Background: an optimization exercise with open tools, aiming at small area, a short achievable clock period and few clock cycles per item. Do not read the settings as production practice.
At most, simulation tests tie the RTL to the original design; equivalence was not proved.

## the previous run
==> module xu_aes, before the edit <==
module xu_aes (
    input  wire         clk,
    input  wire         rst,         
    input  wire         in_valid,
    output wire         in_ready,
    input  wire         in_key256,   
    input  wire [255:0] in_key,
    input  wire [127:0] in_block,
    output reg          out_valid,
    output wire [127:0] out_data
);
  function [7:0] xtime;
    input [7:0] b;
    xtime = {b[6:0], 1'b0} ^ (b[7] ? 8'h1b : 8'h00);
  endfunction
  localparam NC = 8;
  reg [NC-1:0] q_act;      
  reg [NC-1:0] q_k256;
  reg  [3:0]  q_rnd;       
  reg  [7:0]  q_rcon;
  reg         q_rot;       
  reg [127:0] q_state;
  reg [127:0] q_ka;        
  reg [127:0] q_kb;        
  reg [NC-1:0] p_act;
  reg [NC-1:0] p_k256;
  reg  [3:0]  p_rnd;       
  reg [NC-1:0] p_last;     
  reg  [7:0]  p_rcon;
  reg         p_rot;
  reg [287:0] p_m;         
  reg  [71:0] p_km;        
  reg [127:0] p_ka;
  reg [127:0] p_kb;
  assign out_data = q_state;
  genvar gi;
  wire order_ok = !q_act[0] || !q_k256[0] || (q_rnd >= 4'd4);
  assign in_ready = !p_act[0] && order_ok;
  wire [127:0] act_w, k256_w, last_w;
  generate
    for (gi = 0; gi < 128; gi = gi + 1) begin : g_ctl
      assign act_w[gi]  = p_act[gi / 16];
      assign k256_w[gi] = p_k256[gi / 16];
      assign last_w[gi] = p_last[gi / 16];
    end
  endgenerate
  wire [287:0] m_nxt;
  wire  [71:0] km_nxt;
  generate
    for (gi = 0; gi < 16; gi = gi + 1) begin : g_sa
      xu_aes_sbox_top u_top (.a(q_state[8*gi +: 8]), .m(m_nxt[18*gi +: 18]));
    end
    for (gi = 0; gi < 4; gi = gi + 1) begin : g_ka
      xu_aes_sbox_top u_top (.a(q_kb[96 + 8*gi +: 8]), .m(km_nxt[18*gi +: 18]));
    end
  endgenerate
  always @(posedge clk) begin
    if (rst)
      p_act <= {NC{1'b0}};
    else
      p_act <= q_act;
    p_k256 <= q_k256;
    p_rnd  <= q_rnd + 4'd1;
    p_last <= (q_k256 & {NC{q_rnd == 4'd13}}) | (~q_k256 & {NC{q_rnd == 4'd9}});
    p_rcon <= q_rcon;
    p_rot  <= q_rot;
    p_m    <= m_nxt;
    p_km   <= km_nxt;
    p_ka   <= q_ka;
    p_kb   <= q_kb;
  end
  wire [127:0] sb;
  wire  [31:0] ksub;
  generate
    for (gi = 0; gi < 16; gi = gi + 1) begin : g_sb
      xu_aes_sbox_bot u_bot (.m(p_m[18*gi +: 18]), .y(sb[8*gi +: 8]));
    end
    for (gi = 0; gi < 4; gi = gi + 1) begin : g_kb
      xu_aes_sbox_bot u_bot (.m(p_km[18*gi +: 18]), .y(ksub[8*gi +: 8]));
    end
  endgenerate
  wire [127:0] sr;
  generate
    for (gi = 0; gi < 16; gi = gi + 1) begin : g_shift
      assign sr[8*gi +: 8] = sb[8*((gi + 4*(gi % 4)) % 16) +: 8];
    end
  endgenerate
  wire [127:0] mx;
  generate
    for (gi = 0; gi < 4; gi = gi + 1) begin : g_mix
      wire [7:0] a0 = sr[32*gi +: 8];
      wire [7:0] a1 = sr[32*gi + 8 +: 8];
      wire [7:0] a2 = sr[32*gi + 16 +: 8];
      wire [7:0] a3 = sr[32*gi + 24 +: 8];
      wire [7:0] t  = a0 ^ a1 ^ a2 ^ a3;
      assign mx[32*gi +: 8]      = t ^ xtime(a0 ^ a1);
      assign mx[32*gi + 8 +: 8]  = t ^ xtime(a1 ^ a2);
      assign mx[32*gi + 16 +: 8] = t ^ xtime(a2 ^ a3);
      assign mx[32*gi + 24 +: 8] = t ^ xtime(a3 ^ a0);
    end
  endgenerate
  wire [31:0]  kw_rot  = {ksub[7:0], ksub[31:8]};
  wire [31:0]  rc      = {24'd0, p_rot ? p_rcon : 8'd0};
  wire [31:0]  k0      = p_ka[31:0] ^ rc;
  wire [31:0]  k1      = k0 ^ p_ka[63:32];
  wire [31:0]  k2      = k1 ^ p_ka[95:64];
  wire [31:0]  k3      = k2 ^ p_ka[127:96];
  wire [31:0]  kw_t    = p_rot ? kw_rot : ksub;
  wire [127:0] knext   = {k3, k2, k1, k0} ^ {4{kw_t}};
  wire [127:0] k128    = {k3, k2, k1, k0} ^ {4{kw_rot}};
  wire [127:0] rkey    = (k256_w & p_kb) | (~k256_w & k128);
  wire [127:0] round_out = sr ^ (mx & ~last_w) ^ rkey;
  wire [127:0] state_nxt = (act_w & round_out) | (~act_w & (in_block ^ in_key[127:0]));
  wire [127:0] ka_run = (k256_w & p_kb) | (~k256_w & knext);
  wire [127:0] kb_in  = {in_key256 ? in_key[255:224] : in_key[127:96], in_key[223:128]};
  integer c;
  always @(posedge clk) begin
    for (c = 0; c < NC; c = c + 1) begin
      if (rst)
        q_act[c] <= 1'b0;
      else
        q_act[c] <= p_act[c] ? !p_last[c] : (in_valid && order_ok);
      q_k256[c] <= p_act[c] ? p_k256[c] : in_key256;
    end
    if (rst)
      out_valid <= 1'b0;
    else
      out_valid <= p_act[0] && p_last[0];
    q_state <= state_nxt;
    q_ka    <= (act_w & ka_run) | (~act_w & in_key[127:0]);
    q_kb    <= (act_w & knext) | (~act_w & kb_in);
    if (p_act[0]) begin
      q_rnd  <= p_rnd;
      q_rcon <= p_rot ? xtime(p_rcon) : p_rcon;
      q_rot  <= !p_k256[0] || !p_rot;
    end else begin
      q_rnd  <= 4'd0;
      q_rcon <= 8'h01;
      q_rot  <= 1'b1;
    end
  end
endmodule
clock: 10.0 ns
lec_check: 0
abc_clock_period_in_ps: 5000
cap_margin: 20
core_margin: 2
core_utilization: 50
place_density: 0.6
setup_slack_margin: 5
slew_margin: 20
standard.sh (not shown) runs the stock make flow with config.mk's settings and CLKGATE_MAP_FILE= SYNTH_SCRIPT=/design/flow/synth_recipe.tcl, a recipe that flattens the netlist after the stock synthesis.
==> flow/flow/run.sh <==
#!/bin/bash
set -euo pipefail
W=$(pwd)
SETUP_MARGIN=6.5
cat > "$W/my_synth.tcl" <<EOT
proc abc {args} {
  set i [lsearch -exact \$args -script]
  if {\$i >= 0} { set args [lreplace \$args \$i [expr {\$i + 1}] -script $W/flow/abc_nf.script] }
  puts "abc with flow/abc_nf.script: \$args"
  yosys abc {*}\$args
}
source $W/synth_recipe.tcl
EOT
bash standard.sh SYNTH_SCRIPT="$W/my_synth.tcl" \
  BUFFER_PORTS_ARGS="-buffer_cell sky130_fd_sc_hd__buf_1" \
  SETUP_SLACK_MARGIN="$SETUP_MARGIN" finish > "$W/standard.log" 2>&1
==> flow/flow/abc_nf.script <==
strash
&get -n
&fraig -x
&put
scorr
dc2
dretime
strash
&get -n
&dch -f
&nf -R 10
&put
buffer -c
topo
stime -c
upsize -c
dnsize -c
The previous run: flow completed, timing, DRC and antenna clean
What the current run does differently from the previous run at the input level:
--- a/flow/design.v
+++ b/flow/design.v
@@ -216,7 +216,7 @@
     input [7:0] b;
     xtime = {b[6:0], 1'b0} ^ (b[7] ? 8'h1b : 8'h00);
   endfunction
-  localparam NC = 8;
+  localparam NC = 1;
   reg [NC-1:0] q_act;      
   reg [NC-1:0] q_k256;
   reg  [3:0]  q_rnd;       
@@ -225,26 +225,40 @@
   reg [127:0] q_state;
   reg [127:0] q_ka;        
   reg [127:0] q_kb;        
-  reg [NC-1:0] p_act;
+  reg         p_act;
   reg [NC-1:0] p_k256;
   reg  [3:0]  p_rnd;       
   reg [NC-1:0] p_last;     
+  reg [NC-1:0] p_cont;     
   reg  [7:0]  p_rcon;
   reg         p_rot;
   reg [287:0] p_m;         
   reg  [71:0] p_km;        
   reg [127:0] p_ka;
   reg [127:0] p_kb;
-  assign out_data = q_state;
+  reg [127:0] r_out;       
+  assign out_data = r_out;
   genvar gi;
   wire order_ok = !q_act[0] || !q_k256[0] || (q_rnd >= 4'd4);
-  assign in_ready = !p_act[0] && order_ok;
-  wire [127:0] act_w, k256_w, last_w;
+  reg  r_ready;
+  assign in_ready = r_ready;
+  wire       lastq0     = q_k256[0] ? (q_rnd == 4'd13) : (q_rnd == 4'd9);
+  wire       p_cont_n   = q_act[0] && !lastq0;
+  wire       q_act_n    = p_cont[0] || (in_valid && order_ok);
+  wire       q_k256_n   = p_cont[0] ? p_k256[0] : in_key256;
+  wire [3:0] q_rnd_n    = p_cont[0] ? p_rnd : 4'd0;
+  wire       order_ok_n = !q_act_n || !q_k256_n || (q_rnd_n >= 4'd4);
+  always @(posedge clk) begin
+    if (rst)
+      r_ready <= 1'b1;
+    else
+      r_ready <= !p_cont_n && order_ok_n;
+  end
+  wire [127:0] act_w, k256_w;
   generate
     for (gi = 0; gi < 128; gi = gi + 1) begin : g_ctl
-      assign act_w[gi]  = p_act[gi / 16];
-      assign k256_w[gi] = p_k256[gi / 16];
-      assign last_w[gi] = p_last[gi / 16];
+      assign act_w[gi]  = p_cont[gi * NC / 128];
+      assign k256_w[gi] = p_k256[gi * NC / 128];
     end
   endgenerate
   wire [287:0] m_nxt;
@@ -259,12 +273,16 @@
   endgenerate
   always @(posedge clk) begin
     if (rst)
-      p_act <= {NC{1'b0}};
+      p_act <= 1'b0;
     else
-      p_act <= q_act;
+      p_act <= q_act[0];
     p_k256 <= q_k256;
     p_rnd  <= q_rnd + 4'd1;
     p_last <= (q_k256 & {NC{q_rnd == 4'd13}}) | (~q_k256 & {NC{q_rnd == 4'd9}});
+    if (rst)
+      p_cont <= {NC{1'b0}};
+    else
+      p_cont <= q_act & ~((q_k256 & {NC{q_rnd == 4'd13}}) | (~q_k256 & {NC{q_rnd == 4'd9}}));
     p_rcon <= q_rcon;
     p_rot  <= q_rot;
     p_m    <= m_nxt;
@@ -310,11 +328,10 @@
   wire [31:0]  k3      = k2 ^ p_ka[127:96];
   wire [31:0]  kw_t    = p_rot ? kw_rot : ksub;
   wire [127:0] knext   = {k3, k2, k1, k0} ^ {4{kw_t}};
-  wire [127:0] k128    = {k3, k2, k1, k0} ^ {4{kw_rot}};
-  wire [127:0] rkey    = (k256_w & p_kb) | (~k256_w & k128);
-  wire [127:0] round_out = sr ^ (mx & ~last_w) ^ rkey;
+  wire [127:0] rkey    = (k256_w & p_kb) | (~k256_w & knext);
+  wire [127:0] last_out  = sr ^ rkey;
+  wire [127:0] round_out = last_out ^ mx;
   wire [127:0] state_nxt = (act_w & round_out) | (~act_w & (in_block ^ in_key[127:0]));
-  wire [127:0] ka_run = (k256_w & p_kb) | (~k256_w & knext);
   wire [127:0] kb_in  = {in_key256 ? in_key[255:224] : in_key[127:96], in_key[223:128]};
   integer c;
   always @(posedge clk) begin
@@ -322,17 +339,18 @@
       if (rst)
         q_act[c] <= 1'b0;
       else
-        q_act[c] <= p_act[c] ? !p_last[c] : (in_valid && order_ok);
-      q_k256[c] <= p_act[c] ? p_k256[c] : in_key256;
+        q_act[c] <= p_cont[c] || (in_valid && order_ok);
+      q_k256[c] <= p_cont[c] ? p_k256[c] : in_key256;
     end
     if (rst)
       out_valid <= 1'b0;
     else
-      out_valid <= p_act[0] && p_last[0];
+      out_valid <= p_act && p_last[0];
     q_state <= state_nxt;
-    q_ka    <= (act_w & ka_run) | (~act_w & in_key[127:0]);
+    r_out   <= last_out;
+    q_ka    <= (act_w & rkey) | (~act_w & in_key[127:0]);
     q_kb    <= (act_w & knext) | (~act_w & kb_in);
-    if (p_act[0]) begin
+    if (p_cont[0]) begin
       q_rnd  <= p_rnd;
       q_rcon <= p_rot ? xtime(p_rcon) : p_rcon;
       q_rot  <= !p_k256[0] || !p_rot;
Results
- The current run closes out successfully: all stages finished, all timing, DRC and antenna checks passed.
- Of the previous run and the current run, the lower number of flip-flops and latches belongs to the previous run.
- In the tables for the previous run and the current run, largest driver fanout on the critical path reads higher with the current run.
- Critical path class: register to output pin -> the previous run, register to register -> the current run
- Looking at number of tap cells inserted across the previous run and the current run, the one that comes out lower is the current run.
- Comparing setup slack for the previous run and the current run, the bigger number came from the current run.
- Run comparison: the previous run timing endpoint of the critical path in_ready; the current run timing endpoint of the critical path q_state[96]$_DFF_P_
- Per the comparison of the current run with the previous run, non-clock buffer count went down by 6.7%, mean number of vias per cell went down by about 3.4%.
- Going from the previous run to the current run, the worst hold margin was found to have gone up by 11 ps.
Testbench counts of the current run, summed over its fixed seeds: cycles 24,800, blocks 2,048.
The RTL of the previous run was laid out without a check of its function.

==> afterwards: timing with drivers on the ports <==
Ports are ideal in the flow. The routed layouts listed here were re-timed in OpenROAD. Step 1, drivers: a clkbuf_16 drives clk and a buf_2 each remaining input, both assumed. Step 2 times the ports against the registers' clock, not the clock port: input delays grow and output delays shrink by t, the midpoint of the rising clock arrivals with the driver on. Slacks: ideal ports / drivers / drivers and shift; pairs: ideal ports / drivers.
run | t, ns | slack for setup (ns) | worst register clock-pin slew, ns | worst slew at a driven data input, ns | cell pins on the clock port's net
the previous run | 0.797 | 6.379 / 6.301 / 6.221 | 0.07 / 0.07 | 0.17 | 1
the current run | 0.778 | 6.465 / 6.465 / 6.361 | 0.07 / 0.07 | 0.19 | 1
After both steps setup and hold are still met in every run listed. The setup slack of the previous run, which loses most, moves by -0.078 ns with the drivers and by -0.158 ns with both steps.
